Source: an optimization exercise on an open RTL-to-GDS flow (aim: small area and a short achievable clock period). Production flows keep margins and buffers that such runs may drop.
The RTL was checked by simulation tests, not by an equivalence proof against the original design.

<file path="design/flow/flow/run.sh">
#!/bin/bash
# The standard layout, with plain buffers (not delay cells) on the ports,
# and timing repair aimed at a 5.2 ns cycle (slack 14.8 ns at the 20 ns clock).
set -euo pipefail
export BUFFER_PORTS_ARGS="-buffer_cell sky130_fd_sc_hd__buf_2"
export SETUP_SLACK_MARGIN=14.8
bash standard.sh > make_flow.log 2>&1
</file>
<file path="design/flow/standard.sh">
#!/bin/bash
# synth_recipe.tcl (not shown) runs the flow's synth.tcl, then flattens the netlist and writes it again
# the make line also repeats each setting of config.mk as NAME=value (left out here)
make -C /OpenROAD-flow-scripts/flow DESIGN_CONFIG=/design/flow/config.mk WORK_HOME=/design/flow/orfs CLKGATE_MAP_FILE= SYNTH_SCRIPT=/design/flow/synth_recipe.tcl "${@:-finish}"
</file>
<file path="design/flow/config.mk">
export PLATFORM = sky130hd
export DESIGN_NAME = rse_compose
export DESIGN_NICKNAME = rse_compose
export VERILOG_FILES = /design/flow/design.v
export SDC_FILE = /design/flow/constraint.sdc
export NUM_CORES = 4
export LEC_CHECK = 0
export CAP_MARGIN = 20
export CORE_MARGIN = 2
export CORE_UTILIZATION = 40
export CTS_CLUSTER_DIAMETER = 100
export CTS_CLUSTER_SIZE = 28
export SLEW_MARGIN = 20
</file>
<file path="design/flow/constraint.sdc">
create_clock -name core_clock -period 20.0 [get_ports {clk}]
set_input_delay 4.0000 -clock core_clock [delete_from_list [all_inputs] [get_ports {clk}]]
set_output_delay 4.0000 -clock core_clock [all_outputs]
set_load 0.01 [all_outputs]
</file>
<file path="design/flow/design.v">
module rse_compose (
    input  wire        clk,
    input  wire        rst,
    input  wire        in_valid,
    input  wire [11:0] bg_y,
    input  wire [11:0] bg_cb,
    input  wire [11:0] bg_cr,
    input  wire        l0_cover,
    input  wire [7:0]  l0_alpha,
    input  wire [1:0]  l0_depth,
    input  wire [15:0] l0_y,
    input  wire [15:0] l0_cb,
    input  wire [15:0] l0_cr,
    input  wire        l1_cover,
    input  wire [7:0]  l1_alpha,
    input  wire [1:0]  l1_depth,
    input  wire [15:0] l1_y,
    input  wire [15:0] l1_cb,
    input  wire [15:0] l1_cr,
    input  wire        l2_cover,
    input  wire [7:0]  l2_alpha,
    input  wire [1:0]  l2_depth,
    input  wire [15:0] l2_y,
    input  wire [15:0] l2_cb,
    input  wire [15:0] l2_cr,
    input  wire        l3_cover,
    input  wire [7:0]  l3_alpha,
    input  wire [1:0]  l3_depth,
    input  wire [15:0] l3_y,
    input  wire [15:0] l3_cb,
    input  wire [15:0] l3_cr,
    output reg         out_valid,
    output reg  [11:0] out_y,
    output reg  [11:0] out_cb,
    output reg  [11:0] out_cr
);
    function [11:0] widen(input [1:0] depth, input [15:0] raw);
        case (depth)
            2'd1:    widen = {raw[9:0], 2'b00};
            2'd2:    widen = raw[11:0];
            default: widen = {raw[7:0], 4'b0000};
        endcase
    endfunction
    function [39:0] numer_cs(input [7:0] alpha, input [11:0] s, input [11:0] o);
        reg [11:0] p [0:7];
        reg s1, c2, s3, c4, s5, c6, s7, c8, s9, c10, s11, c12, s13, c14, s15, c16, s17, c18, s19, c20, s21, c22, s23, c24, s25, c26, s27, c28, s29, c30, s31, c32, s33, c34, s35, c36, s37, c38, s39, c40, s41, c42, s43, c44, s45, c46, s47, c48, s49, c50, s51, c52, s53, c54, s55, c56, s57, c58, s59, c60, s61, c62, s63, c64, s65, c66, s67, c68, s69, c70, s71, c72, s73, c74, s75, c76, s77, c78, s79, c80, s81, c82, s83, c84, s85, c86, s87, c88, s89, c90, s91, c92, s93, c94, s95, c96, s97, c98, s99, c100, s101, c102, s103, c104, s105, c106, s107, c108, s109, c110, s111, c112, s113, c114, s115, c116, s117, c118, s119, c120, s121, c122, s123, c124, s125, c126, s127, c128, s129, c130, s131, c132;
        integer i;
        begin
            for (i = 0; i < 8; i = i + 1)
                p[i] = alpha[i] ? s : o;
            {c2, s1} = {1'b0, p[0][6]} + p[1][5];
            {c4, s3} = {1'b0, p[0][7]} + p[1][6] + p[2][5];
            {c6, s5} = {1'b0, p[3][4]} + p[4][3] + p[5][2];
            {c8, s7} = {1'b0, p[0][8]} + p[1][7] + p[2][6];
            {c10, s9} = {1'b0, p[3][5]} + p[4][4] + p[5][3];
            {c12, s11} = {1'b0, p[0][9]} + p[1][8] + p[2][7];
            {c14, s13} = {1'b0, p[3][6]} + p[4][5] + p[5][4];
            {c16, s15} = {1'b0, p[0][10]} + p[1][9] + p[2][8];
            {c18, s17} = {1'b0, p[3][7]} + p[4][6] + p[5][5];
            {c20, s19} = {1'b0, p[0][11]} + p[1][10] + p[2][9];
            {c22, s21} = {1'b0, p[3][8]} + p[4][7] + p[5][6];
            {c24, s23} = {1'b0, p[1][11]} + p[2][10] + p[3][9];
            {c26, s25} = {1'b0, p[4][8]} + p[5][7];
            {c28, s27} = {1'b0, p[2][11]} + p[3][10] + p[4][9];
            {c30, s29} = {1'b0, p[0][4]} + p[1][3];
            {c32, s31} = {1'b0, p[0][5]} + p[1][4] + p[2][3];
            {c34, s33} = {1'b0, p[3][2]} + p[4][1];
            {c36, s35} = {1'b0, s1} + p[2][4] + p[3][3];
            {c38, s37} = {1'b0, p[4][2]} + p[5][1] + p[6][0];
            {c40, s39} = {1'b0, s3} + s5 + p[6][1];
            {c42, s41} = {1'b0, p[7][0]} + 1'b1 + c2;
            {c44, s43} = {1'b0, s7} + s9 + p[6][2];
            {c46, s45} = {1'b0, p[7][1]} + c4 + c6;
            {c48, s47} = {1'b0, s11} + s13 + p[6][3];
            {c50, s49} = {1'b0, p[7][2]} + c8 + c10;
            {c52, s51} = {1'b0, s15} + s17 + p[6][4];
            {c54, s53} = {1'b0, p[7][3]} + c12 + c14;
            {c56, s55} = {1'b0, s19} + s21 + p[6][5];
            {c58, s57} = {1'b0, p[7][4]} + c16 + c18;
            {c60, s59} = {1'b0, s23} + s25 + p[6][6];
            {c62, s61} = {1'b0, p[7][5]} + c20 + c22;
            {c64, s63} = {1'b0, s27} + p[5][8] + p[6][7];
            {c66, s65} = {1'b0, p[7][6]} + c24 + c26;
            {c68, s67} = {1'b0, p[3][11]} + p[4][10] + p[5][9];
            {c70, s69} = {1'b0, p[6][8]} + p[7][7] + c28;
            {c72, s71} = {1'b0, p[4][11]} + p[5][10] + p[6][9];
            {c74, s73} = {1'b0, p[0][3]} + p[1][2];
            {c76, s75} = {1'b0, s29} + p[2][2] + p[3][1];
            {c78, s77} = {1'b0, s31} + s33 + p[5][0];
            {c80, s79} = {1'b0, s35} + s37 + c32;
            {c82, s81} = {1'b0, s39} + s41 + c36;
            {c84, s83} = {1'b0, s43} + s45 + c40;
            {c86, s85} = {1'b0, s47} + s49 + c44;
            {c88, s87} = {1'b0, s51} + s53 + c48;
            {c90, s89} = {1'b0, s55} + s57 + c52;
            {c92, s91} = {1'b0, s59} + s61 + c56;
            {c94, s93} = {1'b0, s63} + s65 + c60;
            {c96, s95} = {1'b0, s67} + s69 + c64;
            {c98, s97} = {1'b0, s71} + p[7][8] + c68;
            {c100, s99} = {1'b0, p[5][11]} + p[6][10] + p[7][9];
            {c102, s101} = {1'b0, p[0][2]} + p[1][1];
            {c104, s103} = {1'b0, s73} + p[2][1] + p[3][0];
            {c106, s105} = {1'b0, s75} + p[4][0] + c74;
            {c108, s107} = {1'b0, s77} + c30 + c76;
            {c110, s109} = {1'b0, s79} + c34 + c78;
            {c112, s111} = {1'b0, s81} + c38 + c80;
            {c114, s113} = {1'b0, s83} + c42 + c82;
            {c116, s115} = {1'b0, s85} + c46 + c84;
            {c118, s117} = {1'b0, s87} + c50 + c86;
            {c120, s119} = {1'b0, s89} + c54 + c88;
            {c122, s121} = {1'b0, s91} + c58 + c90;
            {c124, s123} = {1'b0, s93} + c62 + c92;
            {c126, s125} = {1'b0, s95} + c66 + c94;
            {c128, s127} = {1'b0, s97} + c70 + c96;
            {c130, s129} = {1'b0, s99} + c72 + c98;
            {c132, s131} = {1'b0, p[6][11]} + p[7][10] + c100;
            numer_cs = {1'b0, p[7][11], s131, s129, s127, s125, s123, s121, s119, s117, s115, s113, s111, s109, s107, s105, s103, s101, p[0][1], p[0][0], 1'b0, c132, c130, c128, c126, c124, c122, c120, c118, c116, c114, c112, c110, c108, c106, c104, c102, p[2][0], p[1][0], 1'b0};
        end
    endfunction
    function [19:0] numer(input [7:0] alpha, input [11:0] s, input [11:0] o);
        reg [39:0] cs;
        begin
            cs = numer_cs(alpha, s, o);
            numer = cs[39:20] + cs[19:0];
        end
    endfunction
    function [11:0] div255(input [19:0] z);
        reg [12:0] t;
        reg [8:0]  ec;
        begin
            t  = {1'b0, z[19:8]} + {5'd0, z[7:0]};
            ec = {1'b0, t[7:0]} + {4'd0, t[12:8]};
            div255 = z[19:8] + {7'd0, t[12:8]} + {11'd0, ec[8]};
        end
    endfunction
    reg        v0;
    reg [35:0] c0;
    reg [45:0] l0 [0:3];       
    reg [2:0]  dsel0;          
    always @(posedge clk) begin
        v0 <= in_valid & ~rst;
        c0 <= {bg_y, bg_cb, bg_cr};
        dsel0 <= {l0_depth == 2'd2, l0_depth == 2'd1, l0_depth == 2'd0 || l0_depth == 2'd3};
        l0[0] <= {l0_cover ? l0_alpha : 8'd0, l0_depth, l0_y[11:0], l0_cb[11:0], l0_cr[11:0]};
        l0[1] <= {l1_cover ? l1_alpha : 8'd0, l1_depth, l1_y[11:0], l1_cb[11:0], l1_cr[11:0]};
        l0[2] <= {l2_cover ? l2_alpha : 8'd0, l2_depth, l2_y[11:0], l2_cb[11:0], l2_cr[11:0]};
        l0[3] <= {l3_cover ? l3_alpha : 8'd0, l3_depth, l3_y[11:0], l3_cb[11:0], l3_cr[11:0]};
    end
    function [11:0] widen_sel(input [2:0] sel, input [11:0] raw);
        widen_sel = ({12{sel[2]}} & raw)
                  | ({12{sel[1]}} & {raw[9:0], 2'b00})
                  | ({12{sel[0]}} & {raw[7:0], 4'b0000});
    endfunction
    wire [43:0] lw [0:3];
    assign lw[0] = {l0[0][45:38], widen_sel(dsel0, l0[0][35:24]),
                    widen_sel(dsel0, l0[0][23:12]), widen_sel(dsel0, l0[0][11:0])};
    genvar j;
    generate
        for (j = 1; j < 4; j = j + 1) begin : g_widen
            assign lw[j] = {l0[j][45:38], widen(l0[j][37:36], {4'd0, l0[j][35:24]}),
                            widen(l0[j][37:36], {4'd0, l0[j][23:12]}),
                            widen(l0[j][37:36], {4'd0, l0[j][11:0]})};
        end
    endgenerate
    reg        vn [0:3];
    reg [59:0] zn [0:3];
    reg        vd [0:3];
    reg [35:0] od [0:3];
    reg [175:0] ln [0:3];
    reg [175:0] ld [0:3];
    wire        vi [0:3];
    wire [35:0] oi [0:3];
    wire [175:0] li [0:3];
    assign vi[0] = v0;
    assign oi[0] = c0;
    assign li[0] = {lw[3], lw[2], lw[1], lw[0]};
    genvar k;
    generate
        for (k = 0; k < 4; k = k + 1) begin : g_layer
            if (k > 0) begin : g_in
                assign vi[k] = vd[k-1];
                assign oi[k] = od[k-1];
                assign li[k] = ld[k-1];
            end
            wire [7:0]  alpha = li[k][44*k+43:44*k+36];
            wire [35:0] smp   = li[k][44*k+35:44*k];
            always @(posedge clk) begin
                vn[k] <= vi[k] & ~rst;
                zn[k] <= {numer(alpha, smp[35:24], oi[k][35:24]),
                          numer(alpha, smp[23:12], oi[k][23:12]),
                          numer(alpha, smp[11:0],  oi[k][11:0])};
                ln[k] <= li[k];
                vd[k] <= vn[k] & ~rst;
                od[k] <= {div255(zn[k][59:40]), div255(zn[k][39:20]), div255(zn[k][19:0])};
                ld[k] <= ln[k];
            end
        end
    endgenerate
    always @(*) begin
        out_valid = vd[3];
        {out_y, out_cb, out_cr} = od[3];
    end
endmodule
</file>
==> results of run 1 <==
## cell usage after synthesis (5+ instances only)
| master | number |
|---|---|
| a2111oi_0 | 5 |
| a211o_1 | 6 |
| a211oi_1 | 11 |
| a21boi_0 | 5 |
| a21boi_1 | 7 |
| a21o_1 | 135 |
| a21oi_1 | 262 |
| a21oi_2 | 6 |
| a222oi_1 | 24 |
| a22oi_1 | 96 |
| a31oi_1 | 16 |
| and2_1 | 67 |
| and3_1 | 26 |
| buf_1 | 139 |
| clkbuf_1 | 175 |
| dfxtp_1 | 1142 |
| fa_1 | 756 |
| ha_1 | 500 |
| inv_1 | 696 |
| mux2_2 | 185 |
| mux2i_1 | 732 |
| nand2_1 | 377 |
| nand2b_1 | 35 |
| nand3_1 | 63 |
| nand4_1 | 35 |
| nand4b_1 | 6 |
| nor2_1 | 222 |
| nor2b_1 | 80 |
| nor3_1 | 25 |
| nor4_1 | 11 |
| o2111ai_1 | 6 |
| o211ai_1 | 16 |
| o21a_1 | 45 |
| o21ai_0 | 388 |
| o21ai_1 | 33 |
| o21bai_1 | 42 |
| o31ai_1 | 9 |
| or2_2 | 6 |
| or3_1 | 6 |
| xnor2_1 | 276 |
| xor2_1 | 116 |
## worst paths after layout
kind | depth (start not counted) | slack (ns) | startpoint | to
worst max-delay path | 21 | 14.74 | dsel0[2] | zn[0][58]
worst min-delay path | 0 | 0.30 | ld[0][145] | ln[1][145]
worst max register to register | 21 | 14.74 | dsel0[2] | zn[0][58]
worst min register to register | 0 | 0.30 | ld[0][145] | ln[1][145]
## registers in the layout, summed over array words and instances (netlist names)
signal,flops
c0,36
dsel0,3
l0,182
ld,264
ln,264
od,144
v0,1
vd,4
vn,4
zn,240
## cell families after synthesis
group | count (synthesis) | synth area share [%]
buffers and inverters | 1011 | 5.22
XOR/XNOR | 392 | 4.72
AO/OA/AOI/OAI | 1160 | 9.91
multiplexers | 917 | 12.9
adder cells (fa/ha/maj) | 1256 | 29.4
AND/OR/NAND/NOR | 980 | 6.30
flip-flops | 1142 | 31.5
## stage by stage
step	worst slack (ns)	utilization, %	hold slack, ns
floorplan	14.77	-	0.310
detailed placement	13.93	42.2	0.312
CTS	14.59	43.8	0.283
global placement	13.86	42.2	0.311
global route	14.55	44.9	0.292
finish	14.74	44.9	0.295
## area by class of cell
| type | count | area share (%) |
|---|---|---|
| clock buffer | 60 | 1.84 |
| sequential | 1142 | 28.4 |
| clock inverter | 30 | 0.601 |
| multi-input combinational | 4705 | 57.7 |
| tap | 2370 | 3.66 |
| inverter | 696 | 3.22 |
| antenna | 6 | 0.0185 |
| timing repair buffer | 487 | 4.58 |
## routing by layer
metal / routed length, um / up-vias / track usage, %
met5: 13 / - / 0
met3: 6940 / 193 / 1.99
li1: - / 23400 / -
met2: 82600 / 1063 / 30.8
met1: 76800 / 23900 / 23.5
met4: 5230 / 2 / 6.11
## worst max-delay path, cell delays in order (launching register included)
cell and delay [ns]:
dfxtp_4 0.37, buf_12 0.15, a222oi_1 0.36, buf_4 0.18, buf_4 0.14, nand2_1 0.07
o21ai_2 0.10, fa_2 0.49, fa_2 0.56, fa_2 0.45, fa_1 0.51, inv_1 0.04
ha_1 0.21, a21o_1 0.18, a21o_1 0.18, a21o_1 0.19, inv_1 0.07, a31oi_1 0.10
and2_4 0.18, a311o_1 0.35, a21oi_2 0.17, xnor2_2 0.14
## timing repair
item / in CTS / in global routing
setup buffers: 44 / 112
setup endpoints to repair: 97 / 123
resized for setup: 104 / 221
pin swaps: 22 / 78
cloned: 3 / 11
==> results_dict.tcl, run 1 <==
set metrics [dict create \
    netlist_instances 6858 \
    syn2layout_area_growth_pct 11.5 \
    ys_seq_area_share_pct 31.5 \
    synth-seq-cells 1142 \
    end_kind "register" \
    grt_pass1_wl_um 269000 \
    die_area_um2 185000 \
    drt_iter0_drc 2750 \
    drt_pass1_iterations 8 \
    routed_via_density 5.11 \
    route.detailed.drc 0 \
    coreArea_um2 181000 \
    totalWireLength_um 172000 \
    multiInputGateArea_um2 46700 \
    worstSetupStartpointType "register" \
    clkLatencyLatePin_ns 0.75 \
    crit_arrival_ns 5.94 \
    clock_sinks 1142 \
    cap_violations 0 \
    yosys.area.top_type "dfxtp_1" \
    max_freq_ghz 0.190 \
    antenna_left 0 \
    final-hold-violation-count 0 \
    rsz0062_at_grt "yes" \
    clock-skew-final_ns 0.0442 \
    cts_made_buffers 58 \
    track_usage_pct 18.0 \
    grt_max_degree 67 \
    tns_ns 0 \
    floorplan.initialDensity_pct 40.2 \
    yosysWarnings 20 \
    final_cell_area_um2 81000 \
    mostFrequentLayoutCell "dfxtp_1" \
    cts-hold-fix-buffers 0 \
    nNetsFinal 8621 \
    cts_tree "built" \
    layout.cells.non_filler 9496 \
    critPathKind "reg2reg" \
    dpl-instance-area_um2 76200 \
    die-width_um 430 \
    hp-class "reg2reg" \
    path_clk_slew_ns 0.11 \
    ys_types 81 \
    finalCritPeriodShare_pct 26.3 \
    synth_area_um2 72700 \
    drive_gt1_share_pct 13.9 \
    first_global_vias 49800 \
    status "timing/DRC/antenna clean" \
    synth_enable_flop_cells 0 \
    die_h_um 430 \
    place_congestion 0.848 \
    cts_max_level 2 \
    synth_top_area_share_pct 31.5 \
    seqCellArea_um2 23000 \
    dp_cells 9230 \
    vias 48500 \
    synth_area_per_cell_um2 10.6 \
    io_buffers 263 \
    pin_count 312 \
    slew_viol_final 0 \
    critPathMaxFanout 18 \
    fillers 16800 \
    clockBufferDepth 3 \
    routedWlPerCell_um 18.1 \
    setup_viol 0 \
    finalCriticalPeriod_ns 5.26 \
    rows 156 \
    worstPathRequired_ns 20.68 \
    synthFlopType "dfxtp_1" \
    async_flop_share_pct 0 \
    synthTopCellsByArea "dfxtp_1 (31%), fa_1 (21%), mux2i_1 (10%), ha_1 (8.6%), inv_1 (3.6%)" \
    postSynthNetCount 8389 \
    tightest_slew_ns 1.11 \
    dp_hpwl_um 126000 \
    antenna_found_initial 9 \
    mostFrequentLayoutCells "dfxtp_1 (1081), fa_1 (740), mux2i_1 (710)" \
    grt.overflow.total 0 \
    cts_root_buffer "clkbuf_16" \
    slew_headroom_pct 26.2 \
]
==> inputs of run 2 (changes only) <==
==> design/flow/flow/run.sh (replaced) <==
#!/bin/bash
# The standard layout, with plain buffers (not delay cells) on the ports,
# and timing repair aimed at a 5.35 ns cycle (slack 14.65 ns at the 20 ns clock).
set -euo pipefail
export BUFFER_PORTS_ARGS="-buffer_cell sky130_fd_sc_hd__buf_2"
export SETUP_SLACK_MARGIN=14.65
bash standard.sh > make_flow.log 2>&1
==> run 2 against run 1 <==
  * Non-clock buffer count is 87 lower
  * Sequential share of layout area is 0.43 points higher
  * Utilization is 0.79 points lower
  * Critical path type unchanged
  * Die area stayed put
  * Still clean on timing, DRC and antenna
==> results_dict.tcl, run 2 <==
set metrics [dict create \
    status "timing/DRC/antenna clean" \
    io_buffers 263 \
    cts_max_level 2 \
    rsz0062_at_grt "yes" \
    crit_arrival_ns 5.90 \
    synth_commonest_cells "dfxtp_1 (1142), fa_1 (756), mux2i_1 (732), inv_1 (696), ha_1 (500)" \
    max_freq_ghz 0.190 \
    grt_pass1_wl_um 267000 \
    coreArea_um2 181000 \
    setup_viol 0 \
    worstSetupStartpointType "register" \
    ys_seq_area_share_pct 31.5 \
    cts_root_buffer "clkbuf_16" \
    post-place-ws_ns 13.85 \
    netlist_instances 6858 \
    die_area_um2 185000 \
    critPathMaxFanout 8 \
    critPathKind "reg2reg" \
    die_h_um 430 \
    nNetsFinal 8533 \
    synthTopCellsByArea "dfxtp_1 (31%), fa_1 (21%), mux2i_1 (10%), ha_1 (8.6%), inv_1 (3.6%)" \
    postSynthNetCount 8389 \
    syn2layout_area_growth_pct 9.50 \
    slew_headroom_pct 30.6 \
    synth_area_um2 72700 \
    clkLatencyLatePin_ns 0.76 \
    synth-seq-cells 1142 \
    finalCritPeriodShare_pct 26.4 \
    route.detailed.drc 0 \
    cap_violations 0 \
    worstPathRequired_ns 20.62 \
    whs_ns 0.274 \
    antenna_found_initial 4 \
    tns_ns 0 \
    drive_gt1_share_pct 11.8 \
    ys_types 81 \
    floorplan.initialDensity_pct 40.2 \
    yosysWarnings 20 \
    tightest_slew_ns 1.04 \
    clock_sinks 1142 \
    vias 48200 \
    yosys.area.top_type "dfxtp_1" \
    finalCriticalPeriod_ns 5.27 \
    mostFrequentLayoutCell "dfxtp_1" \
    cts_tree "built" \
    top_regs "ld: 264 flops, ln: 264 flops, zn: 240 flops" \
    dp_hpwl_um 126000 \
    dpl-instance-area_um2 76200 \
    synth_enable_flop_cells 0 \
    place_congestion 0.845 \
    worst_slack_ns 14.73 \
    final-hold-violation-count 0 \
    synth_top_area_share_pct 31.5 \
    slew_viol_final 0 \
    async_flop_share_pct 0 \
    cts_made_buffers 57 \
    grt.overflow.total 0 \
    drt_pass1_iterations 6 \
    cts-hold-fix-buffers 0 \
    final_cell_area_um2 79600 \
    hp-class "reg2reg" \
    totalWireLength_um 167000 \
    routedWlPerCell_um 17.8 \
    antenna_left 0 \
    fillers 17000 \
    drt_iter0_drc 2588 \
    die-width_um 430 \
    rows 156 \
    final_core_util_pct 44.1 \
    first_global_vias 49600 \
    synth_most_common_cell "dfxtp_1" \
    synth_area_per_cell_um2 10.6 \
    clock-skew-final_ns 0.0715 \
    end_kind "register" \
    grt_max_degree 67 \
    path_clk_slew_ns 0.11 \
    pin_count 312 \
    synthFlopType "dfxtp_1" \
    clockBufferDepth 3 \
    mostFrequentLayoutCells "dfxtp_1 (1099), fa_1 (752), mux2i_1 (729)" \
    routed_via_density 5.12 \
    track_usage_pct 17.7 \
]
-- run 2: metrics by stage --
stage                     instances
after floorplan                6858
after global placement         9223
after detailed placement       9230
after CTS                      9346
after global routing           9405
final                          9407
-- run 2: worst paths after layout --
check	endpoint	slack [ns]	cells past startpoint	start
min reg2reg	ld[1][146]	0.27	0	ln[1][146]
max	zn[0][17]	14.73	20	dsel0[2]
max reg2reg	zn[0][17]	14.73	20	dsel0[2]
min	ld[1][146]	0.27	0	ln[1][146]
-- run 2: metal layers --
layer  GRT usage [%]  part of all wire, %  vias to the layer above
li1                -                    -                    23200
met1            23.3                   45                    23800
met2            30.8                   49                      991
met3            1.75                  3.6                      218
met4            4.99                  2.7                        0
met5               0                    0                        -
-- run 2: cell families after synthesis --
group,after synthesis,share of synthesized area [%]
xor+xnor,392,4.72
simple gates,980,6.30
flops,1142,31.5
fa+ha+maj,1256,29.4
buf+inv,1011,5.22
compound gates,1160,9.91
mux,917,12.9
-- run 2: timing repair --
item                                    CTS  global route
setup buffers                            26            54
resized for setup                        53           152
pin swaps                                11            66
cloned                                    0             3
endpoints found under the setup margin   50            62
-- run 2: worst max-delay path, cell delays in order (launching register included) --
cell	delay, ns
dfxtp_4	0.40
buf_4	0.16
a222oi_1	0.39
buf_4	0.23
nand2_1	0.07
o21ai_2	0.10
fa_1	0.45
fa_1	0.54
inv_1	0.05
fa_1	0.49
inv_1	0.05
fa_1	0.49
inv_1	0.06
ha_4	0.16
or3_4	0.37
or2_4	0.24
a221o_1	0.35
a21oi_2	0.17
o211a_1	0.21
nor2_1	0.07
xor2_1	0.14
-- run 2: layout make-up --
type / count / area [um2] / share of cell area [%]
multi-input cells: 4705 / 46500 / 58.4
flip-flops and latches: 1142 / 22900 / 28.8
well taps: 2370 / 2970 / 3.73
repair buffers: 400 / 2660 / 3.35
inverters: 696 / 2610 / 3.28
clock buffers: 61 / 1470 / 1.85
clock inverters: 29 / 459 / 0.577
diodes: 4 / 10.0 / 0.0126
==> inputs of run 3 (changes only) <==
--- a/design/flow/design.v
+++ b/design/flow/design.v
@@ -135,2 +135,7 @@
     endfunction
+    function [11:0] widen_sel(input [2:0] sel, input [11:0] raw);
+        widen_sel = ({12{sel[2]}} & raw)
+                  | ({12{sel[1]}} & {raw[9:0], 2'b00})
+                  | ({12{sel[0]}} & {raw[7:0], 4'b0000});
+    endfunction
     reg        v0;
@@ -138,3 +143,3 @@
     reg [45:0] l0 [0:3];       
-    reg [2:0]  dsel0;          
+    wire [2:0] dsel0 = {l0_depth == 2'd2, l0_depth == 2'd1, l0_depth == 2'd0 || l0_depth == 2'd3};
     always @(posedge clk) begin
@@ -142,4 +147,4 @@
         c0 <= {bg_y, bg_cb, bg_cr};
-        dsel0 <= {l0_depth == 2'd2, l0_depth == 2'd1, l0_depth == 2'd0 || l0_depth == 2'd3};
-        l0[0] <= {l0_cover ? l0_alpha : 8'd0, l0_depth, l0_y[11:0], l0_cb[11:0], l0_cr[11:0]};
+        l0[0] <= {l0_cover ? l0_alpha : 8'd0, 2'd2, widen_sel(dsel0, l0_y[11:0]),
+                  widen_sel(dsel0, l0_cb[11:0]), widen_sel(dsel0, l0_cr[11:0])};
         l0[1] <= {l1_cover ? l1_alpha : 8'd0, l1_depth, l1_y[11:0], l1_cb[11:0], l1_cr[11:0]};
@@ -148,10 +153,4 @@
     end
-    function [11:0] widen_sel(input [2:0] sel, input [11:0] raw);
-        widen_sel = ({12{sel[2]}} & raw)
-                  | ({12{sel[1]}} & {raw[9:0], 2'b00})
-                  | ({12{sel[0]}} & {raw[7:0], 4'b0000});
-    endfunction
     wire [43:0] lw [0:3];
-    assign lw[0] = {l0[0][45:38], widen_sel(dsel0, l0[0][35:24]),
-                    widen_sel(dsel0, l0[0][23:12]), widen_sel(dsel0, l0[0][11:0])};
+    assign lw[0] = {l0[0][45:38], l0[0][35:0]};
     genvar j;
==> run 3 against run 2 <==
  * First-iteration DRC count decreased by 13%
  * Non-clock buffer count decreased by 59
  * Sequential cell count decreased by 3
  * Cell area about the same
  * Via count decreased by 2.4%
  * Register-to-register slack improved by 0.03 ns
  * Utilization decreased by 0.13 points
  * Hold slack improved by 0.035 ns
  * Still clean
  * Maximum frequency increased by 0.60%
  * Largest cell class unchanged
==> results_dict.tcl, run 3 <==
set metrics [dict create \
    crit_arrival_ns 5.88 \
    routed_via_density 5.11 \
    fillers 16900 \
    track_usage_pct 17.5 \
    post-place-ws_ns 14.30 \
    cts_made_buffers 59 \
    synth_area_um2 72900 \
    yosys.area.top_type "dfxtp_1" \
    ys_types 74 \
    synth_commonest_cells "dfxtp_1 (1139), mux2i_1 (944), fa_1 (756), inv_1 (722), ha_1 (500)" \
    path_clk_slew_ns 0.10 \
    finalCriticalPeriod_ns 5.24 \
    mostFrequentLayoutCell "dfxtp_1" \
    grt_pass1_wl_um 264000 \
    pin_count 312 \
    synthFlopType "dfxtp_1" \
    layout.cells.non_filler 9193 \
    antenna_left 0 \
    rows 156 \
    tightest_slew_ns 1.08 \
    final_cell_area_um2 79500 \
    syn2layout_area_growth_pct 9.00 \
    synth_most_common_cell "dfxtp_1" \
    coreArea_um2 181000 \
    antenna_found_initial 4 \
    clock-skew-final_ns 0.0336 \
    slew_viol_final 0 \
    dp_cells 9061 \
    synth-seq-cells 1139 \
    final-hold-violation-count 0 \
    end_kind "register" \
    die_h_um 431 \
    hp-class "reg2reg" \
    postSynthNetCount 8138 \
    synth_top_area_share_pct 31.3 \
    drt_iter0_drc 2252 \
    cts_root_buffer "clkbuf_16" \
    die-width_um 431 \
    drt_pass1_iterations 7 \
    dp_hpwl_um 125000 \
    critPathMaxFanout 6 \
    die_area_um2 186000 \
    floorplan.initialDensity_pct 40.3 \
    max_freq_ghz 0.191 \
    netlist_instances 6607 \
    grt_max_degree 55 \
    place_congestion 0.861 \
    yosysWarnings 20 \
    finalCritPeriodShare_pct 26.2 \
    vias 47000 \
    mostFrequentLayoutCells "dfxtp_1 (1107), mux2i_1 (939), fa_1 (756)" \
    dpl-instance-area_um2 76700 \
    multiInputGateArea_um2 46700 \
    synth_enable_flop_cells 0 \
    rsz0062_at_grt "yes" \
    worstPathRequired_ns 20.64 \
    async_flop_share_pct 0 \
    totalWireLength_um 164000 \
    slew_headroom_pct 28.0 \
    drive_gt1_share_pct 10.8 \
    critPathKind "reg2reg" \
    clkLatencyLatePin_ns 0.75 \
    clock_sinks 1139 \
    setup_viol 0 \
    clockBufferDepth 3 \
    top_regs "ld: 264 flops, ln: 264 flops, zn: 240 flops" \
    grt.overflow.total 0 \
    worstSetupStartpointType "register" \
    cts_tree "built" \
    cts_max_level 2 \
    synthTopCellsByArea "dfxtp_1 (31%), fa_1 (21%), mux2i_1 (13%), ha_1 (8.6%), inv_1 (3.7%)" \
    worst_slack_ns 14.76 \
    route.detailed.drc 0 \
    routedWlPerCell_um 17.9 \
    status "timing/DRC/antenna clean" \
    first_global_vias 49500 \
    ys_seq_area_share_pct 31.3 \
    seqCellArea_um2 22900 \
    tns_ns 0 \
    io_buffers 263 \
    synth_area_per_cell_um2 11.0 \
    cap_violations 0 \
    nNetsFinal 8320 \
]
[run 3: cell types whose count changed after synthesis, moves of 32 or more]
cell,before,now
a21oi_1,262,214
mux2i_1,732,944
o21ai_0,388,214
nand2_1,377,188
mux2_2,185,217
buf_1,139,55
[run 3: through the flow]
stage          util, %  hold WS, ns
5_1_grt           43.9        0.297
3_3_place_gp      42.4        0.310
3_5_place_dp      42.4        0.312
4_1_cts           43.6        0.295
6_report          43.9        0.309
2_1_floorplan        -        0.310
[run 3: critical path, cell delays in order, from the launching register on]
cell and delay (ns):
dfxtp_4 0.45, buf_4 0.22, mux2i_1 0.28, fa_1 0.44, fa_1 0.49, inv_1 0.05, fa_1 0.50, inv_1 0.05
fa_1 0.49, inv_1 0.04, ha_1 0.32, a21o_1 0.22, a211o_1 0.35, a21oi_4 0.17, a21oi_2 0.09, or3_1 0.40
a31o_1 0.23, a21oi_2 0.16, xnor2_1 0.20
[run 3: what timing repair did]
| item | in CTS | in global routing |
|---|---|---|
| pin swaps | 0 | 5 |
| resized for setup | 20 | 88 |
| gates cloned | 0 | 4 |
| hold buffers | 0 | 0 |
| setup buffers | 0 | 33 |
| endpoints found under the setup margin | 29 | 62 |
[run 3: final cells by class]
cell class | instances | share of cell area [%]
Multi-Input combinational cell | 4526 | 58.7
Sequential cell | 1139 | 28.7
Tap cell | 2370 | 3.73
Inverter | 722 | 3.41
Timing Repair Buffer | 341 | 2.81
Clock buffer | 64 | 1.93
Clock inverter | 28 | 0.612
Antenna cell | 3 | 0.00944
[run 3: logic make-up after synthesis]
| kind of cell | count (synthesis) | synth area share [%] |
|---|---|---|
| compound gates | 882 | 7.85 |
| xor+xnor | 395 | 4.74 |
| fa+ha+maj | 1256 | 29.3 |
| buf+inv | 942 | 4.85 |
| flops | 1139 | 31.3 |
| mux | 1161 | 16.3 |
| simple gates | 832 | 5.67 |
[run 3: layer usage]
layer  global-route usage, %  part of all wire, %
met1                    22.1                   44
met2                    31.2                   50
met3                    1.97                  3.5
met4                    5.02                  2.7
met5                       0               0.0043
[run 3: worst paths after layout]
| path | startpoint | endpoint | slack [ns] | cells past startpoint |
|---|---|---|---|---|
| worst max-delay path | ld[1][127] | zn[2][38] | 14.76 | 18 |
| worst min-delay path | ln[1][135] | ld[1][135] | 0.31 | 0 |
| worst min register to register | ln[1][135] | ld[1][135] | 0.31 | 0 |
| worst max register to register | ld[1][127] | zn[2][38] | 14.76 | 18 |
==> inputs of run 4 (changes only) <==
--- a/design/flow/config.mk
+++ b/design/flow/config.mk
@@ -9,5 +9,6 @@
 export CORE_MARGIN = 2
-export CORE_UTILIZATION = 40
+export CORE_UTILIZATION = 55
 export CTS_CLUSTER_DIAMETER = 100
 export CTS_CLUSTER_SIZE = 28
+export PLACE_DENSITY = 0.65
 export SLEW_MARGIN = 20
==> run 4 against run 3 <==
  * Global-route usage is 5.5 points higher
  * Hold slack better by 0.00060 ns
  * Maximum frequency is 1.1% higher
  * Utilization is 16 points higher
  * Cell count is 6.5% lower
  * Non-clock buffer count is 36 higher
  * Largest cell class unchanged
==> results_dict.tcl, run 4 <==
set metrics [dict create \
    status "timing/DRC/antenna clean" \
    grt_pass1_wl_um 255000 \
    whs_ns 0.310 \
    setup_viol 0 \
    end_kind "primary output" \
    tns_ns 0 \
    floorplan.initialDensity_pct 55.4 \
    yosysWarnings 20 \
    worst_slack_ns 14.82 \
    place_congestion 0.832 \
    cts-hold-fix-buffers 0 \
    routedWlPerCell_um 18.5 \
    cap_violations 0 \
    netlist_instances 6607 \
    whs_endpoint "ln[1][175]" \
    route.detailed.drc 0 \
    worstSetupStartpointType "register" \
    finalCritPeriodShare_pct 25.9 \
    antenna_found_initial 2 \
    crit_chain "buf_2" \
    seqCellArea_um2 22900 \
    yosys.area.top_type "dfxtp_1" \
    syn2layout_area_growth_pct 8.07 \
    dp_hpwl_um 118000 \
    critPathTopFamily "flip-flops" \
    multiInputGateArea_um2 46800 \
    drt_iter0_drc 2423 \
    totalWireLength_um 159000 \
    synth_enable_flop_cells 0 \
    die_h_um 368 \
    ys_types 74 \
    synth_area_per_cell_um2 11.0 \
    clkLatencyLatePin_ns 0.73 \
    cts_max_level 2 \
    first_global_vias 48700 \
    worstPathRequired_ns 16.00 \
    cts_root_buffer "clkbuf_16" \
    crit_buf_inv 1 \
    synthTopCellsByArea "dfxtp_1 (31%), fa_1 (21%), mux2i_1 (13%), ha_1 (8.6%), inv_1 (3.7%)" \
    synth_area_um2 72900 \
    ys_seq_area_share_pct 31.3 \
    rows 133 \
    fillers 11100 \
    coreArea_um2 132000 \
    critical_path.max_stage_delay_ns 0.33 \
    critPathKind "reg2out" \
    drt_pass1_iterations 8 \
    track_usage_pct 23.0 \
    nNetsFinal 8350 \
    final_cell_area_um2 78800 \
    hold_path_depth 0 \
    die_area_um2 136000 \
    postSynthNetCount 8138 \
    synth_most_common_cell "dfxtp_1" \
    final-hold-violation-count 0 \
    io_buffers 263 \
    r2r-start "ld[1][128]" \
    synth_commonest_cells "dfxtp_1 (1139), mux2i_1 (944), fa_1 (756), inv_1 (722), ha_1 (500)" \
    grt_max_degree 55 \
    clock_sinks 1139 \
    critPathSlowestCell "dfxtp_1" \
    mostFrequentLayoutCell "dfxtp_1" \
    antenna_left 0 \
    top_regs "ld: 264 flops, ln: 264 flops, zn: 240 flops" \
    path_clk_slew_ns 0.10 \
    r2r_slack_ns 14.84 \
    pin_count 312 \
    crit_arrival_ns 1.18 \
    grt.overflow.total 0 \
    mostFrequentLayoutCells "dfxtp_1 (1107), mux2i_1 (936), fa_1 (756)" \
    synth-seq-cells 1139 \
    die-width_um 368 \
    post-place-ws_ns 14.23 \
    worstHoldStart "ld[0][175]" \
    hp-class "reg2reg" \
    rr_endpoint "zn[2][38]" \
    synth_top_area_share_pct 31.3 \
    max_freq_ghz 0.193 \
    rsz0062_at_grt "yes" \
    synthFlopType "dfxtp_1" \
    async_flop_share_pct 0 \
    finalCriticalPeriod_ns 5.18 \
    clock-skew-final_ns 0.0325 \
    routed_via_density 5.47 \
    vias 47100 \
    drive_gt1_share_pct 11.2 \
    cts_made_buffers 53 \
    clockBufferDepth 3 \
    slew_viol_final 0 \
    critPathMaxFanout 1 \
    tightest_slew_ns 1.05 \
    dpl-instance-area_um2 76000 \
    r2r_cells 18 \
    slew_headroom_pct 30.1 \
    cts_tree "built" \
]
## run 4: cell count changes in the layout (fill, tap and decap cells not counted), moves of 3 or more
| cell | delta |
|---|---|
| buf_4 | +27 |
| clkbuf_16 | -3 |
| clkinv_8 | +3 |
| inv_12 | -5 |
| mux2i_1 | -3 |
## run 4: logic make-up (layout without fill, tap and decap cells)
| kind of cell | Yosys count | count (layout) | synth area share (%) |
|---|---|---|---|
| adders and majority gates | 1256 | 1256 | 29.3 |
| muxes | 1161 | 1161 | 16.3 |
| DFF | 1139 | 1139 | 31.3 |
| buffers and inverters | 942 | 1176 | 4.85 |
| AOI/OAI and AO/OA | 882 | 882 | 7.85 |
| and+or+nand+nor | 832 | 832 | 5.67 |
| xor gates and xnor gates | 395 | 395 | 4.74 |
| other | 0 | 1 | 0 |
## run 4: area by class of cell
type | count | area share [%]
Multi-Input combinational cell | 4526 | 59.3
Sequential cell | 1139 | 29.0
Inverter | 722 | 3.44
Timing Repair Buffer | 377 | 3.33
Tap cell | 1755 | 2.79
Clock buffer | 56 | 1.73
Clock inverter | 21 | 0.413
Antenna cell | 1 | 0.00317
## run 4: repair_timing
action	CTS	global route
pin swaps	0	5
gates cloned	0	8
endpoints found under the setup margin	8	48
setup buffers	0	66
resized for setup	21	91
## run 4: metrics by stage
| stage | utilization, % | instances |
|---|---|---|
| after global placement | 57.7 | 8445 |
| after global routing | 59.9 | 8597 |
| after CTS | 59.1 | 8522 |
| final | 59.9 | 8597 |
| after detailed placement | 57.7 | 8445 |
| after floorplan | - | 6607 |
## run 4: how the worst max path moves through the flow
stage               cells past startpoint       start         to
floorplan                              19  ld[1][128]  zn[2][38]
global placement                       18   l0[0][40]  zn[0][38]
detailed placement                     18   l0[0][40]  zn[0][38]
CTS                                    18  ld[1][128]  zn[2][38]
global route                           23   zn[2][28]  od[2][22]
finish                                  1   od[3][18]  out_cb[6]
## run 4: metal layers
metal	track usage (%)	part of all wire (%)	wire, um	vias to the layer above
met5	0	0	0	-
met3	2.35	3.3	5280	191
met2	40.7	50	79100	806
met4	6.54	2.6	4060	0
li1	-	-	-	22700
met1	29.7	44	70600	23400
==> inputs of run 5 (changes only) <==
==> design/flow/flow/run.sh (replaced) <==
#!/bin/bash
# The standard layout, with plain buffers (not delay cells) on the ports,
# and timing repair aimed at a 5.25 ns cycle (slack 14.75 ns at the 20 ns clock).
set -euo pipefail
export BUFFER_PORTS_ARGS="-buffer_cell sky130_fd_sc_hd__buf_2"
export SETUP_SLACK_MARGIN=14.75
bash standard.sh > make_flow.log 2>&1
--- a/design/flow/config.mk
+++ b/design/flow/config.mk
@@ -9,6 +9,5 @@
 export CORE_MARGIN = 2
-export CORE_UTILIZATION = 55
+export CORE_UTILIZATION = 40
 export CTS_CLUSTER_DIAMETER = 100
 export CTS_CLUSTER_SIZE = 28
-export PLACE_DENSITY = 0.65
 export SLEW_MARGIN = 20
==> run 5 against run 4 <==
  * Die area is 37% higher
  * Utilization down 15 points
  * Non-clock buffer count up 10
  * Sequential cell count unchanged
  * Maximum frequency is 0.82% lower
  * Count of clock-buffer cells in the layout rose by 4
  * Critical path type unchanged
  * Clock skew grew 0.032 ns
  * Setup slack lost 0.043 ns
  * Sequential share of layout area shrank 0.50 points
  * Wire length increased by 5.4%
  * Cell count up 7.4%
==> results_dict.tcl, run 5 <==
set metrics [dict create \
    die_h_um 431 \
    synth_commonest_cells "dfxtp_1 (1139), mux2i_1 (944), fa_1 (756), inv_1 (722), ha_1 (500)" \
    multiInputGateArea_um2 46900 \
    die-width_um 431 \
    rsz0062_at_grt "yes" \
    synthTopCellsByArea "dfxtp_1 (31%), fa_1 (21%), mux2i_1 (13%), ha_1 (8.6%), inv_1 (3.7%)" \
    cts_max_level 2 \
    ys_seq_area_share_pct 31.3 \
    drive_gt1_share_pct 11.9 \
    vias 46900 \
    finalCriticalPeriod_ns 5.23 \
    tns_ns 0 \
    yosys.area.top_type "dfxtp_1" \
    io_buffers 263 \
    antenna_found_initial 4 \
    slew_viol_final 0 \
    tightest_slew_ns 0.987 \
    cts_tree "built" \
    final_core_util_pct 44.4 \
    worstSetupStartpointType "register" \
    yosysWarnings 20 \
    first_global_vias 49700 \
    coreArea_um2 181000 \
    critPathTopFamily "flip-flops" \
    cts_made_buffers 59 \
    synthFlopType "dfxtp_1" \
    setup_viol 0 \
    status "timing/DRC/antenna clean" \
    netlist_instances 6607 \
    final-hold-violation-count 0 \
    routedWlPerCell_um 18.1 \
    finalCritPeriodShare_pct 26.1 \
    grt_max_degree 55 \
    crit_buf_inv 1 \
    drt_pass1_iterations 8 \
    postSynthNetCount 8138 \
    mostFrequentLayoutCells "dfxtp_1 (1094), mux2i_1 (929), fa_1 (755)" \
    synth_area_um2 72900 \
    synth_top_area_share_pct 31.3 \
    synth_area_per_cell_um2 11.0 \
    grt.overflow.total 0 \
    ys_types 74 \
    nNetsFinal 8366 \
    worst_slack_ns 14.77 \
    post-place-ws_ns 14.32 \
    clkLatencyLatePin_ns 0.78 \
    totalWireLength_um 168000 \
    mostFrequentLayoutCell "dfxtp_1" \
    cap_violations 0 \
    route.detailed.drc 0 \
    end_kind "primary output" \
    seqCellArea_um2 22900 \
    syn2layout_area_growth_pct 10.2 \
    worstPathRequired_ns 16.00 \
    critPathSlowestCell "dfxtp_2" \
    antenna_left 0 \
    critPathKind "reg2out" \
    hp-class "reg2reg" \
    synth_most_common_cell "dfxtp_1" \
    track_usage_pct 17.7 \
    cts_root_buffer "clkbuf_16" \
    routed_via_density 5.08 \
    grt_pass1_wl_um 268000 \
    clock_sinks 1139 \
    top_regs "ld: 264 flops, ln: 264 flops, zn: 240 flops" \
    max_freq_ghz 0.191 \
    critPathMaxFanout 1 \
    synth-seq-cells 1139 \
    fillers 16800 \
    crit_chain "buf_6" \
    crit_arrival_ns 1.23 \
    rows 156 \
    place_congestion 0.859 \
    die_area_um2 186000 \
    floorplan.initialDensity_pct 40.3 \
    layout.cells.non_filler 9237 \
    dp_hpwl_um 125000 \
    pin_count 312 \
    path_clk_slew_ns 0.11 \
    drt_iter0_drc 2194 \
    clock-skew-final_ns 0.0644 \
    slew_headroom_pct 34.2 \
    clockBufferDepth 3 \
    async_flop_share_pct 0 \
    dp_cells 9061 \
    synth_enable_flop_cells 0 \
    critical_path.max_stage_delay_ns 0.33 \
]
[run 5: cell types whose count changed in the layout (fill, tap and decap cells not counted), moves of 7 or more]
cell       delta
dfxtp_1      -13
clkbuf_16     +8
mux2i_1       -7
buf_6         +8
buf_4         +9
dfxtp_4      +12
buf_2        -11
[run 5: final timing paths]
path,cells after the start,start,slack [ns],end
hold reg to reg,0,ld[1][152],0.28,ln[2][152]
setup reg to reg,16,ld[2][168],14.96,zn[3][37]
hold / removal,0,ld[1][152],0.28,ln[2][152]
setup / recovery,1,od[3][30],14.77,out_y[6]
[run 5: what timing repair did]
action	4_1_cts	5_1_grt
hold buffers	0	0
setup buffers	15	55
cloned	3	10
endpoints found under the hold margin	0	0
endpoints found under the setup margin	71	107
gates resized for setup	44	139
pin swaps	0	13
[run 5: layer usage]
metal | wire length (um) | track usage (%) | vias up
li1 | - | - | 22700
met1 | 74200 | 22.6 | 23200
met2 | 83900 | 31.7 | 810
met3 | 5340 | 2.00 | 191
met4 | 4180 | 4.60 | 2
met5 | 11 | 0 | -
[run 5: cells by family (layout without fill, tap and decap cells)]
group | count (synthesis) | count (layout) | share of synthesized area (%)
adder cells (fa/ha/maj) | 1256 | 1256 | 29.3
AND/OR/NAND/NOR | 832 | 832 | 5.67
other | 0 | 2 | 0
buffers and inverters | 942 | 1200 | 4.85
AO/OA/AOI/OAI | 882 | 882 | 7.85
flip-flops | 1139 | 1139 | 31.3
multiplexers | 1161 | 1161 | 16.3
XOR/XNOR | 395 | 395 | 4.74
[run 5: final cells by class]
class	count	area share, %
sequential	1139	28.5
inverter	722	3.37
clock inverter	31	0.688
clock buffer	60	1.84
multi-input combinational	4526	58.3
tap	2370	3.69
antenna	2	0.00623
timing repair buffer	387	3.59
[run 5: metrics by stage]
| stage | hold slack, ns | cell area (um2) |
|---|---|---|
| 2_1_floorplan | 0.310 | 73000 |
| 3_3_place_gp | 0.310 | 76700 |
| 3_5_place_dp | 0.312 | 76700 |
| 4_1_cts | 0.285 | 79200 |
| 5_1_grt | 0.296 | 80400 |
| 6_report | 0.282 | 80400 |

## static timing again, ports no longer ideal
How much do the figures lean on ideal ports? The routed layouts below were timed once more, with nothing changed but the port constraints. Step 1 assumes that a clkbuf_16 drives the clock port and a buf_2 every other input. Step 2 adds t to the input delays and takes it off the output delays; t is the mean of the earliest and latest rising clock arrival at the registers after step 1. Input paths then give back, and output paths get back, about the clock's delay inside the block. a / b / c = ideal / step 1 / step 2; a / b = the first two.
run | t, ns | setup slack, ns | worst setup path at the end | clock arrival spread, ns | worst data-port slew with drivers (ns)
run 1 | 0.812 | 14.736 / 14.676 / 14.736 | register to register | 0.049 / 0.049 | 0.09
run 2 | 0.798 | 14.727 / 14.675 / 14.727 | register to register | 0.085 / 0.085 | 0.12
run 3 | 0.801 | 14.758 / 14.728 / 14.445 | input to register | 0.056 / 0.056 | 0.13
run 4 | 0.788 | 14.816 / 14.739 / 14.488 | input to register | 0.037 / 0.037 | 0.08
run 5 | 0.830 | 14.773 / 14.694 / 14.482 | input to register | 0.076 / 0.076 | 0.13
After both steps setup and hold are still met in every run listed. For run 4, which loses most, drivers alone change the setup slack by -0.077 ns; drivers and shift together by -0.328 ns.
